This is an optimization exercise on Yosys and OpenROAD, whose aim is small area, a short achievable clock period and few clock cycles per item, not a production implementation. Only simulation tests tie the RTL to the original design; equivalence was not proved. No activity file was given, so power comes from the tool's default toggle rates.

==> inputs of job 9420 <==
==> flow/design.v <==
module lvl_select (
    input             clk,
    input             rst,
    output            ready,
    input             rpt_valid,
    input      [21:0] rpt_vcode,
    input             rpt_ins,
    input      [9:0]  rpt_idx,
    input      [15:0] cfg_hold,
    input             start,
    input             start_dir,
    input      [10:0] start_nreq,
    input      [10:0] start_h,
    input      [15:0] start_frac,
    input             start_fmt1,
    output reg        done,
    output reg [31:0] t_out,
    output reg        trim_v,
    output reg [9:0]  trim_out,
    output reg [15:0] frac_out,
    output     [10:0] n_out,
    output     [5:0]  k_out,
    output reg        surplus,
    output reg        short_flag
);
    localparam [21:0] KMAX = 22'h3F_FFFE;
    function [1:0] cmp22;
        input [21:0] a;
        input [21:0] b;
        integer i;
        reg l, e;
        begin
            l = 1'b0;
            e = 1'b1;
            for (i = 21; i >= 0; i = i - 1) begin
                l = l | (e & ~a[i] & b[i]);
                e = e & ~(a[i] ^ b[i]);
            end
            cmp22 = {l, e};
        end
    endfunction
    function lt10;
        input [9:0] a;
        input [9:0] b;
        integer i;
        reg l, e;
        begin
            l = 1'b0;
            e = 1'b1;
            for (i = 9; i >= 0; i = i - 1) begin
                l = l | (e & ~a[i] & b[i]);
                e = e & ~(a[i] ^ b[i]);
            end
            lt10 = l;
        end
    endfunction
    reg        rdy;
    assign ready = rdy;
    wire acc_rep = rpt_valid & rdy;
    wire acc_st  = start & rdy;
    reg [4:0]  wcnt;                   
    reg        p0_rv;
    reg [3:0]  p0_w;
    reg [21:0] p0_v;
    reg        p0_ins;
    reg        p0_hnz;
    reg [9:0]  p0_idx;
    always @(posedge clk) begin
        p0_v   <= rpt_vcode;
        p0_ins <= rpt_ins;
        p0_idx <= rpt_idx;
        p0_hnz <= |cfg_hold;
        p0_w   <= wcnt[3:0];
        p0_rv  <= acc_rep;
    end
    reg        p1_rv;
    reg [3:0]  p1_w;
    reg [21:0] p1_v;
    reg        p1_ins;
    reg [9:0]  p1_idx;
    always @(posedge clk) begin
        p1_rv  <= p0_rv;
        p1_w   <= p0_w;
        p1_ins <= p0_ins & p0_hnz;
        p1_v   <= (p0_ins & p0_hnz) ? p0_v
                                    : {p0_v[21:1], p0_v[0] & ~(&p0_v[21:1])};
        p1_idx <= p0_idx;
    end
    reg [33*16-1:0] sd;
    genvar g;
    generate
        for (g = 0; g < 16; g = g + 1) begin : slot
            always @(posedge clk)
                if (p1_rv && p1_w == g)
                    sd[33*g +: 33] <= {p1_v, p1_ins, p1_idx};
        end
    endgenerate
    reg        pv;
    reg        p_dir;
    reg [10:0] p_nreq;
    reg [10:0] p_h;
    reg [15:0] p_frac;
    reg        p_fmt1;
    reg [15:0] p_hold;
    reg [4:0]  p_k;
    reg        e_dir;
    reg [10:0] e_nreq;
    reg [10:0] e_h;
    reg [15:0] e_frac;
    reg        e_fmt1;
    reg [15:0] e_hold;
    reg [4:0]  e_k;
    reg        hv;                     
    reg        hfirst;                 
    reg [15:0] hsel;                   
    reg [3:0]  hrem;                   
    reg [3:0]  hp;                     
    wire       k1_wait  = p0_rv && (wcnt == 5'd1);
    wire       eng_cont = hv && (hrem != 4'd0);
    wire       eng_take = !eng_cont && (pv || (acc_st && !k1_wait));
    wire       e_from_p = pv;
    wire       p_load   = acc_st && (pv || eng_cont || k1_wait);
    wire [4:0] k_new    = pv ? p_k : wcnt;
    wire p_free = !pv || !eng_cont;
    always @(posedge clk) begin
        if (p_free) begin
            p_dir  <= start_dir;
            p_nreq <= start_nreq;
            p_h    <= start_h;
            p_frac <= start_frac;
            p_fmt1 <= start_fmt1;
            p_hold <= cfg_hold;
            p_k    <= wcnt;
        end
        if (!eng_cont) begin
            e_dir  <= e_from_p ? p_dir  : start_dir;
            e_nreq <= e_from_p ? p_nreq : start_nreq;
            e_h    <= e_from_p ? p_h    : start_h;
            e_frac <= e_from_p ? p_frac : start_frac;
            e_fmt1 <= e_from_p ? p_fmt1 : start_fmt1;
            e_hold <= e_from_p ? p_hold : cfg_hold;
            e_k    <= e_from_p ? p_k    : wcnt;
        end
    end
    wire       pblk_n = pv && hv && (hrem > 4'd1);
    wire       hv_n0  = eng_cont | pv;
    wire [3:0] hp_n0  = eng_cont ? hp + 4'd1 : 4'd0;
    wire [4:0] k_n0   = eng_cont ? e_k : p_k;
    wire [4:0] w_rep  = wcnt + 5'd1;
    wire [4:0] hp_n1  = {1'b0, hp_n0} + 5'd1;
    wire r_none = !pblk_n && !(hv_n0 && (wcnt  < k_n0) && (wcnt  > hp_n1));
    wire r_rep  = !pblk_n && !(hv_n0 && (w_rep < k_n0) && (w_rep > hp_n1));
    wire r_st   = !((eng_cont && hrem > 4'd1) || (!eng_cont && pv));
    always @(posedge clk) begin
        if (rst) begin
            rdy    <= 1'b1;
            wcnt   <= 5'd0;
            pv     <= 1'b0;
            hv     <= 1'b0;
            hfirst <= 1'b0;
            hrem   <= 4'd0;
        end else begin
            rdy  <= acc_st ? r_st : (acc_rep ? r_rep : r_none);
            wcnt <= acc_st ? 5'd0 : (acc_rep ? wcnt + 5'd1 : wcnt);
            pv   <= p_load || (pv && eng_cont);
            if (eng_cont) begin
                hv     <= 1'b1;
                hfirst <= 1'b0;
                hrem   <= hrem - 4'd1;
            end else if (eng_take) begin
                hv     <= 1'b1;
                hfirst <= 1'b1;
                hrem   <= (k_new < 5'd5) ? 4'd4 : (k_new[3:0] - 4'd1);
            end else begin
                hv     <= 1'b0;
                hfirst <= 1'b0;
            end
        end
    end
    always @(posedge clk) begin
        if (eng_cont) begin
            hsel <= {hsel[14:0], 1'b0};
            hp   <= hp + 4'd1;
        end else begin
            hsel <= 16'd1;
            hp   <= 4'd0;
        end
    end
    reg [32:0] hraw;
    integer j;
    always @(*) begin
        hraw = 33'd0;
        for (j = 0; j < 16; j = j + 1)
            hraw = hraw | ({33{hsel[j]}} & sd[33*j +: 33]);
    end
    reg        h2v, h2first, h2last;
    reg [3:0]  h2p;
    reg [4:0]  h2k;
    reg        h_dir;
    reg [15:0] h_hold;
    reg [21:0] hv_v;
    reg        hv_ins;
    reg [9:0]  hv_idx;
    always @(posedge clk) begin
        h2v     <= hv & !rst;
        h2first <= hfirst;
        h2last  <= (hrem == 4'd0);
        h2p     <= hp;
        h2k     <= e_k;
        h_dir   <= e_dir;
        h_hold  <= e_hold;
        {hv_v, hv_ins, hv_idx} <= hraw;
    end
    wire [23:0] h_xa  = {2'b00, hv_v} + {8'd0, h_hold};
    wire [23:0] h_xs  = {2'b00, hv_v} - {8'd0, h_hold};
    wire        h_sub = (h_dir != hv_ins);
    wire [23:0] h_x   = h_sub ? h_xs : h_xa;
    wire [21:0] h_hp1 = {6'd0, h_hold} + 22'd1;            
    wire [21:0] h_mmh = KMAX - {6'd0, h_hold};              
    wire [1:0]  c_hp1 = cmp22(hv_v, h_hp1);
    wire [1:0]  c_mmh = cmp22(hv_v, h_mmh);
    wire        h_z   = c_hp1[1];                           
    wire        h_c   = ~c_mmh[1];                          
    wire        h_vz  = (hv_v == 22'd0);
    wire        h_vm  = (hv_v == KMAX);
    wire [21:0] h_a = !hv_ins ? hv_v :
                      (!h_dir ? (h_z ? 22'd0 : h_xs[21:0])
                              : (h_c ? KMAX  : h_xa[21:0]));
    wire        h_mz = !h_dir && (hv_ins ? h_z : h_vz);
    wire        h_mm =  h_dir && (hv_ins ? h_c : h_vm);
    wire [21:0] h_t  = h_mz ? h_hp1 : h_mm ? h_mmh :
                       hv_ins ? hv_v : h_x[21:0];
    wire        h_tneg = !h_mz && !h_mm && !hv_ins && h_dir && h_xs[23];
    wire        h_tbig = !h_mz && !h_mm && !hv_ins && !h_dir && h_xa[22];
    reg         d1_sur;
    reg  [10:0] d1_n0;
    wire [10:0] nreq_c = (e_nreq > 11'd1024) ? 11'd1024 : e_nreq;
    always @(posedge clk)
        if (hv && hfirst) begin
            d1_sur <= (nreq_c < e_h);
            d1_n0  <= nreq_c - e_h;
        end
    reg         d2_short;
    reg  [4:0]  d2_n;
    wire        d1_short = (d1_n0 > {6'd0, e_k}) & ~d1_sur;
    always @(posedge clk)
        if (h2v && h2first) begin
            d2_short <= d1_short;
            d2_n     <= d1_sur ? 5'd0 : (d1_short ? e_k : d1_n0[4:0]);
        end
    reg        cv, cfirst, clast;
    reg [3:0]  cp;
    reg [4:0]  ck;
    reg [21:0] ca;
    reg [21:0] ct;
    reg        ctneg, ctbig, cmz, cmm;
    reg [9:0]  ci;
    always @(posedge clk) begin
        ca     <= h_a;
        ct     <= h_t;
        ctneg  <= h_tneg;
        ctbig  <= h_tbig;
        cmz    <= h_mz;
        cmm    <= h_mm;
        ci     <= hv_idx;
        cp     <= h2p;
        ck     <= h2k;
        cfirst <= h2first;
        clast  <= h2last;
        cv     <= h2v & !rst;
    end
    wire [15:0] cm;
    generate
        for (g = 0; g < 16; g = g + 1) begin : msk
            assign cm[g] = cv && (g > cp) && (g < ck);
        end
    endgenerate
    wire creal = ({1'b0, cp} < ck);
    reg        d_sur, d_sho, d_tv;
    reg [4:0]  d_n, d_rt, d_rtr;
    wire       d2_fnz   = (e_frac != 16'd0);
    wire       d2_twant = e_dir ? (d2_n != 5'd0) : (d2_n < e_k);
    wire       d2_trw   = (d2_n < e_k);
    wire       d2_tv    = d2_trw & d2_fnz & ~e_fmt1;
    wire [4:0] d2_kn    = e_k - d2_n;
    always @(posedge clk)
        if (cv && cfirst) begin
            d_sur <= d1_sur;
            d_n   <= d2_n;
            d_tv  <= d2_tv;
            d_sho <= d2_short | (d2_fnz & ~d2_tv);
            d_rt  <= ~d2_twant ? 5'h1F : (e_dir ? d2_kn : d2_n);
            d_rtr <= ~d2_tv ? 5'h1F : (e_dir ? d2_kn - 5'd1 : d2_n);
        end
    reg  [63:0] acc;                    
    wire [15:0] lt;
    generate
        for (g = 0; g < 16; g = g + 1) begin : cmpu
            wire [21:0] sv   = sd[33*g + 11 +: 22];
            wire        sins = sd[33*g + 10];
            wire [9:0]  sidx = sd[33*g +: 10];
            wire [21:0] thr  = sins ? ct : ca;
            wire [1:0]  hc   = cmp22(sv, thr);
            wire        hlt  = hc[1];
            wire        heq  = hc[0];
            wire        llt  = lt10(sidx, ci);
            wire        ltn  = hlt | (heq & llt);
            wire        lti  = ctneg ? 1'b0 : ctbig ? 1'b1 :
                               cmz ? (hlt & llt) : cmm ? (hlt | llt) : ltn;
            wire        ltk  = sins ? lti : ltn;
            assign lt[g] = cm[g] & ltk;
            always @(posedge clk)
                if (cv && cfirst)
                    acc[4*g +: 4] <= {3'd0, cm[g] & ~ltk};
                else if (cm[g] && !ltk)
                    acc[4*g +: 4] <= acc[4*g +: 4] + 4'd1;
        end
    endgenerate
    reg [3:0] c_acc;
    always @(*) begin
        c_acc = 4'd0;
        for (j = 0; j < 16; j = j + 1)
            c_acc = c_acc | ({4{cp == j && !cfirst}} & acc[4*j +: 4]);
    end
    reg        rv, rfirst, rlast, rreal;
    reg [15:0] rlt;
    reg [3:0]  racc;
    reg [31:0] rkey;
    always @(posedge clk) begin
        rlt    <= lt;
        racc   <= c_acc;
        rkey   <= {ca, ci};
        rfirst <= cfirst;
        rlast  <= clast;
        rreal  <= creal;
        rv     <= cv & !rst;
    end
    function [1:0] fa;
        input a, b, c;
        fa = {(a & b) | (a & c) | (b & c), a ^ b ^ c};
    endfunction
    wire [2:0] q [0:3];
    generate
        for (g = 0; g < 4; g = g + 1) begin : pq
            wire [1:0] f = fa(rlt[4*g], rlt[4*g+1], rlt[4*g+2]);
            wire       s0 = f[0] ^ rlt[4*g+3];
            wire       c0 = f[0] & rlt[4*g+3];
            assign q[g] = {f[1] & c0, f[1] ^ c0, s0};
        end
    endgenerate
    wire [1:0] b0a = fa(q[0][0], q[1][0], q[2][0]);
    wire       w0  = b0a[0] ^ q[3][0];             
    wire       k0  = b0a[0] & q[3][0];              
    wire [1:0] b1a = fa(q[0][1], q[1][1], q[2][1]);
    wire [1:0] b1b = fa(b1a[0], q[3][1], b0a[1]);   
    wire [1:0] b2a = fa(q[0][2], q[1][2], q[2][2]);
    wire [1:0] b2b = fa(b2a[0], q[3][2], b1a[1]);   
    wire       x1  = b1b[0] ^ k0;
    wire       y1  = b1b[0] & k0;
    wire [1:0] x2  = fa(b1b[1], b2b[0], y1);
    wire       x3  = b2a[1] ^ b2b[1] ^ x2[1];
    wire       x4  = (b2a[1] & b2b[1]) | (x2[1] & (b2a[1] | b2b[1]));
    wire [4:0] pc  = {x4, x3, x2[0], x1, w0};
    wire [4:0] dif_t = d_rt  - {1'b0, racc};
    wire [4:0] dif_r = d_rtr - {1'b0, racc};
    wire       hit_t = rreal && (pc == dif_t);
    wire       hit_r = rreal && (pc == dif_r);
    reg        r2v, r2first, r2last, r2ht, r2hr;
    reg [31:0] r2key;
    always @(posedge clk) begin
        r2v     <= rv & !rst;
        r2first <= rfirst;
        r2last  <= rlast;
        r2ht    <= hit_t;
        r2hr    <= hit_r;
        r2key   <= rkey;
    end
    reg [4:0] n_o;
    reg [4:0] k_o;
    assign n_out = {6'd0, n_o};
    assign k_out = {1'b0, k_o};
    always @(posedge clk) begin
        done <= r2v & r2last & !rst;
        if (r2v) begin
            if (r2first || r2ht)
                t_out <= r2ht ? r2key : 32'hFFFF_FFFF;
            if (r2first || r2hr)
                trim_out <= r2hr ? r2key[9:0] : 10'd0;
            if (r2first) begin
                n_o        <= d_n;
                k_o        <= e_k;
                surplus    <= d_sur;
                short_flag <= d_sho;
                trim_v     <= d_tv;
                frac_out   <= d_tv ? e_frac : 16'd0;
            end
        end
    end
endmodule
==> flow/run.sh <==
#!/bin/bash
# synth_recipe.tcl (not shown) runs the flow's synth.tcl, then flattens the netlist and writes it again
# the make line also repeats each setting of config.mk as NAME=value (left out here)
make -C /OpenROAD-flow-scripts/flow DESIGN_CONFIG=/design/flow/config.mk WORK_HOME=/design/flow/orfs CLKGATE_MAP_FILE= SYNTH_SCRIPT=/design/flow/synth_recipe.tcl finish
==> flow/config.mk <==
export PLATFORM = sky130hd
export DESIGN_NAME = lvl_select
export DESIGN_NICKNAME = lvl_select
export VERILOG_FILES = /design/flow/design.v
export SDC_FILE = /design/flow/constraint.sdc
export NUM_CORES = 4
export LEC_CHECK = 0
export CAP_MARGIN = 20
export CORE_MARGIN = 2
export CORE_UTILIZATION = 30
export SLEW_MARGIN = 20
==> flow/constraint.sdc <==
create_clock -name core_clock -period 18.0 [get_ports {clk}]
set_input_delay 3.6000 -clock core_clock [delete_from_list [all_inputs] [get_ports {clk}]]
set_output_delay 3.6000 -clock core_clock [all_outputs]
set_load 0.01 [all_outputs]
==> inputs of job 7672, as changes to job 9420 <==
--- a/flow/design.v
+++ b/flow/design.v
@@ -54,8 +54,8 @@
             lt10 = l;
         end
     endfunction
-    reg        rdy;
-    assign ready = rdy;
+    reg        rdy, rdy_o;
+    assign ready = rdy_o;
     wire acc_rep = rpt_valid & rdy;
     wire acc_st  = start & rdy;
     reg [4:0]  wcnt;                   
@@ -104,17 +104,13 @@
     reg [15:0] p_hold;
     reg [4:0]  p_k;
     reg        e_dir;
-    reg [10:0] e_nreq;
-    reg [10:0] e_h;
-    reg [15:0] e_frac;
-    reg        e_fmt1;
     reg [15:0] e_hold;
     reg [4:0]  e_k;
     reg        hv;                     
     reg        hfirst;                 
-    reg [15:0] hsel;                   
     reg [3:0]  hrem;                   
     reg [3:0]  hp;                     
+    reg        hfromp;                 
     wire       k1_wait  = p0_rv && (wcnt == 5'd1);
     wire       eng_cont = hv && (hrem != 4'd0);
     wire       eng_take = !eng_cont && (pv || (acc_st && !k1_wait));
@@ -134,10 +130,6 @@
         end
         if (!eng_cont) begin
             e_dir  <= e_from_p ? p_dir  : start_dir;
-            e_nreq <= e_from_p ? p_nreq : start_nreq;
-            e_h    <= e_from_p ? p_h    : start_h;
-            e_frac <= e_from_p ? p_frac : start_frac;
-            e_fmt1 <= e_from_p ? p_fmt1 : start_fmt1;
             e_hold <= e_from_p ? p_hold : cfg_hold;
             e_k    <= e_from_p ? p_k    : wcnt;
         end
@@ -154,13 +146,15 @@
     always @(posedge clk) begin
         if (rst) begin
             rdy    <= 1'b1;
+            rdy_o  <= 1'b1;
             wcnt   <= 5'd0;
             pv     <= 1'b0;
             hv     <= 1'b0;
             hfirst <= 1'b0;
             hrem   <= 4'd0;
         end else begin
-            rdy  <= acc_st ? r_st : (acc_rep ? r_rep : r_none);
+            rdy   <= acc_st ? r_st : (acc_rep ? r_rep : r_none);
+            rdy_o <= acc_st ? r_st : (acc_rep ? r_rep : r_none);
             wcnt <= acc_st ? 5'd0 : (acc_rep ? wcnt + 5'd1 : wcnt);
             pv   <= p_load || (pv && eng_cont);
             if (eng_cont) begin
@@ -179,19 +173,19 @@
     end
     always @(posedge clk) begin
         if (eng_cont) begin
-            hsel <= {hsel[14:0], 1'b0};
             hp   <= hp + 4'd1;
         end else begin
-            hsel <= 16'd1;
             hp   <= 4'd0;
         end
+        if (!eng_cont)
+            hfromp <= pv;
     end
     reg [32:0] hraw;
     integer j;
     always @(*) begin
         hraw = 33'd0;
         for (j = 0; j < 16; j = j + 1)
-            hraw = hraw | ({33{hsel[j]}} & sd[33*j +: 33]);
+            hraw = hraw | ({33{hp == j}} & sd[33*j +: 33]);
     end
     reg        h2v, h2first, h2last;
     reg [3:0]  h2p;
@@ -233,16 +227,24 @@
     wire        h_tneg = !h_mz && !h_mm && !hv_ins && h_dir && h_xs[23];
     wire        h_tbig = !h_mz && !h_mm && !hv_ins && !h_dir && h_xa[22];
     reg         d1_sur;
-    reg  [10:0] d1_n0;
-    wire [10:0] nreq_c = (e_nreq > 11'd1024) ? 11'd1024 : e_nreq;
+    reg  [4:0]  d1_n0;                 
+    reg         d1_big;                
+    reg         d1_fz, d1_fqz;
+    reg  [15:0] d1_frac;
+    wire [10:0] nreq_c = (p_nreq > 11'd1024) ? 11'd1024 : p_nreq;
+    wire [10:0] d1_n0w = nreq_c - p_h;
     always @(posedge clk)
-        if (hv && hfirst) begin
-            d1_sur <= (nreq_c < e_h);
-            d1_n0  <= nreq_c - e_h;
+        if ((!eng_cont && pv) || (hv && hfirst && !hfromp)) begin
+            d1_sur  <= (nreq_c < p_h);
+            d1_n0   <= d1_n0w[4:0];
+            d1_big  <= |d1_n0w[10:5];
+            d1_fz   <= (p_frac != 16'd0);
+            d1_fqz  <= (p_frac != 16'd0) && !p_fmt1;
+            d1_frac <= p_fmt1 ? 16'd0 : p_frac;
         end
     reg         d2_short;
     reg  [4:0]  d2_n;
-    wire        d1_short = (d1_n0 > {6'd0, e_k}) & ~d1_sur;
+    wire        d1_short = (d1_big | (d1_n0 > e_k)) & ~d1_sur;
     always @(posedge clk)
         if (h2v && h2first) begin
             d2_short <= d1_short;
@@ -276,24 +278,25 @@
         end
     endgenerate
     wire creal = ({1'b0, cp} < ck);
-    reg        d_sur, d_sho, d_tv;
-    reg [4:0]  d_n, d_rt, d_rtr;
-    wire       d2_fnz   = (e_frac != 16'd0);
+    reg        d_sho, d_tv;
+    reg [4:0]  d_rt, d_rtr;
+    wire       d2_fnz   = d1_fz;
     wire       d2_twant = e_dir ? (d2_n != 5'd0) : (d2_n < e_k);
     wire       d2_trw   = (d2_n < e_k);
-    wire       d2_tv    = d2_trw & d2_fnz & ~e_fmt1;
+    wire       d2_tv    = d2_trw & d1_fqz;
     wire [4:0] d2_kn    = e_k - d2_n;
     always @(posedge clk)
         if (cv && cfirst) begin
-            d_sur <= d1_sur;
-            d_n   <= d2_n;
             d_tv  <= d2_tv;
             d_sho <= d2_short | (d2_fnz & ~d2_tv);
             d_rt  <= ~d2_twant ? 5'h1F : (e_dir ? d2_kn : d2_n);
             d_rtr <= ~d2_tv ? 5'h1F : (e_dir ? d2_kn - 5'd1 : d2_n);
         end
-    reg  [63:0] acc;                    
+    wire [3:0]  accv [0:15];            
     wire [15:0] lt;
+    wire [15:0] inc;
+    reg  [15:0] rinc;                   
+    reg         rv, rfirst;
     generate
         for (g = 0; g < 16; g = g + 1) begin : cmpu
             wire [21:0] sv   = sd[33*g + 11 +: 22];
@@ -308,27 +311,42 @@
             wire        lti  = ctneg ? 1'b0 : ctbig ? 1'b1 :
                                cmz ? (hlt & llt) : cmm ? (hlt | llt) : ltn;
             wire        ltk  = sins ? lti : ltn;
-            assign lt[g] = cm[g] & ltk;
-            always @(posedge clk)
-                if (cv && cfirst)
-                    acc[4*g +: 4] <= {3'd0, cm[g] & ~ltk};
-                else if (cm[g] && !ltk)
-                    acc[4*g +: 4] <= acc[4*g +: 4] + 4'd1;
+            assign lt[g]  = cm[g] & ltk;
+            assign inc[g] = cm[g] & ~ltk;
+            if (g == 0) begin : a0
+                assign accv[g] = 4'd0;
+            end else begin : an
+                localparam integer AW = (g < 2) ? 1 : (g < 4) ? 2 : (g < 8) ? 3 : 4;
+                reg [AW-1:0] a;
+                always @(posedge clk)
+                    if (rv && rfirst)
+                        a <= rinc[g];
+                    else if (rinc[g])
+                        a <= a + 1'b1;
+                assign accv[g] = a;
+            end
         end
     endgenerate
     reg [3:0] c_acc;
+    reg       c_inc;
     always @(*) begin
         c_acc = 4'd0;
-        for (j = 0; j < 16; j = j + 1)
-            c_acc = c_acc | ({4{cp == j && !cfirst}} & acc[4*j +: 4]);
+        c_inc = 1'b0;
+        for (j = 0; j < 16; j = j + 1) begin
+            c_acc = c_acc | ({4{cp == j && !cfirst && !(rv && rfirst)}} & accv[j]);
+            c_inc = c_inc | (cp == j && !cfirst && rinc[j]);
+        end
     end
-    reg        rv, rfirst, rlast, rreal;
+    reg        rlast, rreal;
     reg [15:0] rlt;
     reg [3:0]  racc;
+    reg        rpinc;
     reg [31:0] rkey;
     always @(posedge clk) begin
         rlt    <= lt;
         racc   <= c_acc;
+        rpinc  <= c_inc;
+        rinc   <= inc;
         rkey   <= {ca, ci};
         rfirst <= cfirst;
         rlast  <= clast;
@@ -361,8 +379,8 @@
     wire       x3  = b2a[1] ^ b2b[1] ^ x2[1];
     wire       x4  = (b2a[1] & b2b[1]) | (x2[1] & (b2a[1] | b2b[1]));
     wire [4:0] pc  = {x4, x3, x2[0], x1, w0};
-    wire [4:0] dif_t = d_rt  - {1'b0, racc};
-    wire [4:0] dif_r = d_rtr - {1'b0, racc};
+    wire [4:0] dif_t = d_rt  - {1'b0, racc} - {4'd0, rpinc};
+    wire [4:0] dif_r = d_rtr - {1'b0, racc} - {4'd0, rpinc};
     wire       hit_t = rreal && (pc == dif_t);
     wire       hit_r = rreal && (pc == dif_r);
     reg        r2v, r2first, r2last, r2ht, r2hr;
@@ -387,12 +405,12 @@
             if (r2first || r2hr)
                 trim_out <= r2hr ? r2key[9:0] : 10'd0;
             if (r2first) begin
-                n_o        <= d_n;
+                n_o        <= d2_n;
                 k_o        <= e_k;
-                surplus    <= d_sur;
+                surplus    <= d1_sur;
                 short_flag <= d_sho;
                 trim_v     <= d_tv;
-                frac_out   <= d_tv ? e_frac : 16'd0;
+                frac_out   <= d_tv ? d1_frac : 16'd0;
             end
         end
     end
==> flow/flow/run.sh (new file) <==
#!/bin/bash
set -euo pipefail
bash standard.sh "BUFFER_PORTS_ARGS=-buffer_cell sky130_fd_sc_hd__buf_4" finish > run_make.log 2>&1
==> flow/standard.sh (new file) <==
#!/bin/bash
# synth_recipe.tcl (not shown) runs the flow's synth.tcl, then flattens the netlist and writes it again
# the make line also repeats each setting of config.mk as NAME=value (left out here)
make -C /OpenROAD-flow-scripts/flow DESIGN_CONFIG=/design/flow/config.mk WORK_HOME=/design/flow/orfs CLKGATE_MAP_FILE= SYNTH_SCRIPT=/design/flow/synth_recipe.tcl "${@:-finish}"
CORE_UTILIZATION = 75   (was 30)
CTS_CLUSTER_DIAMETER = 60   (was default)
CTS_CLUSTER_SIZE = 30   (was default)
removed: flow/run.sh
==> run notes <==
Vertical die dimension: job 9420 448 um; job 7672 281 um
DRC violation total after the first TritonRoute iteration: job 9420 6074; job 7672 8175
Number of sequential cells in the layout: job 9420 1153; job 7672 1110
Floorplan die area: job 9420 201000 um2; job 7672 78900 um2
Seq pwr: job 9420 3.32 mW; job 7672 3.27 mW
GR Layer Usage met1: job 9420 0.283; job 7672 0.594
Internal power: job 9420 5.55 mW; job 7672 4.73 mW
Chip width: job 9420 448 um; job 7672 281 um
CTS Buf Count: job 9420 136; job 7672 72
Hpwl dp: job 9420 147 mm; job 7672 128 mm
M3 GR Usage: job 9420 0.0506; job 7672 0.206
Inserted tap cell count: job 9420 2624; job 7672 1030
Count of vias placed by the detailed router: job 9420 45604; job 7672 46468
Count of filler cells inserted in the layout: job 9420 19204; job 7672 4349
Run status: job 9420 timing/DRC/antenna clean; job 7672 timing/DRC/antenna clean
Critical path capture point: job 9420 ready; job 7672 rinc[8]$_DFF_P_
Share of synthesized cell area in full adder, half adder and majority cells: job 9420 0.0570; job 7672 0.0614
DRT met1 WL: job 9420 88.6 mm; job 7672 64.4 mm
Switching power: job 9420 2.96 mW; job 7672 2.91 mW
Worst path slowest cell: job 9420 sky130_fd_sc_hd__clkdlybuf4s50_1; job 7672 sky130_fd_sc_hd__edfxtp_1
Testbench counts of job 9420, summed over its fixed seeds: cycles 17,464, decisions 1,200.
Testbench counts of job 7672, summed over its fixed seeds: cycles 17,464, decisions 1,200.

## separate check: timing with driven ports
The flow's constraints put no driver on any port. The routed layouts listed below were extracted and timed again, unchanged, in two steps.
Step 1, drivers: a clkbuf_16 drives clk and a buf_2 each remaining input, both assumed.
Step 2 times the ports against the registers' clock, not the clock port: input delays grow and output delays shrink by t, the midpoint of the rising clock arrivals with the driver on.
a / b / c = ideal ports / drivers / drivers and shift; a / b = the first two.
run	t, ns	slack for setup (ns)	hold slack, ns
job 9420	0.905	12.505 / 12.412 / 12.432	0.305 / 0.305 / 0.305
job 7672	0.735	12.541 / 12.541 / 12.541	0.321 / 0.321 / 0.321
After both steps every run listed still meets setup and hold. The setup slack of job 9420, which loses most, moves by -0.093 ns with the drivers and by -0.073 ns with both steps.
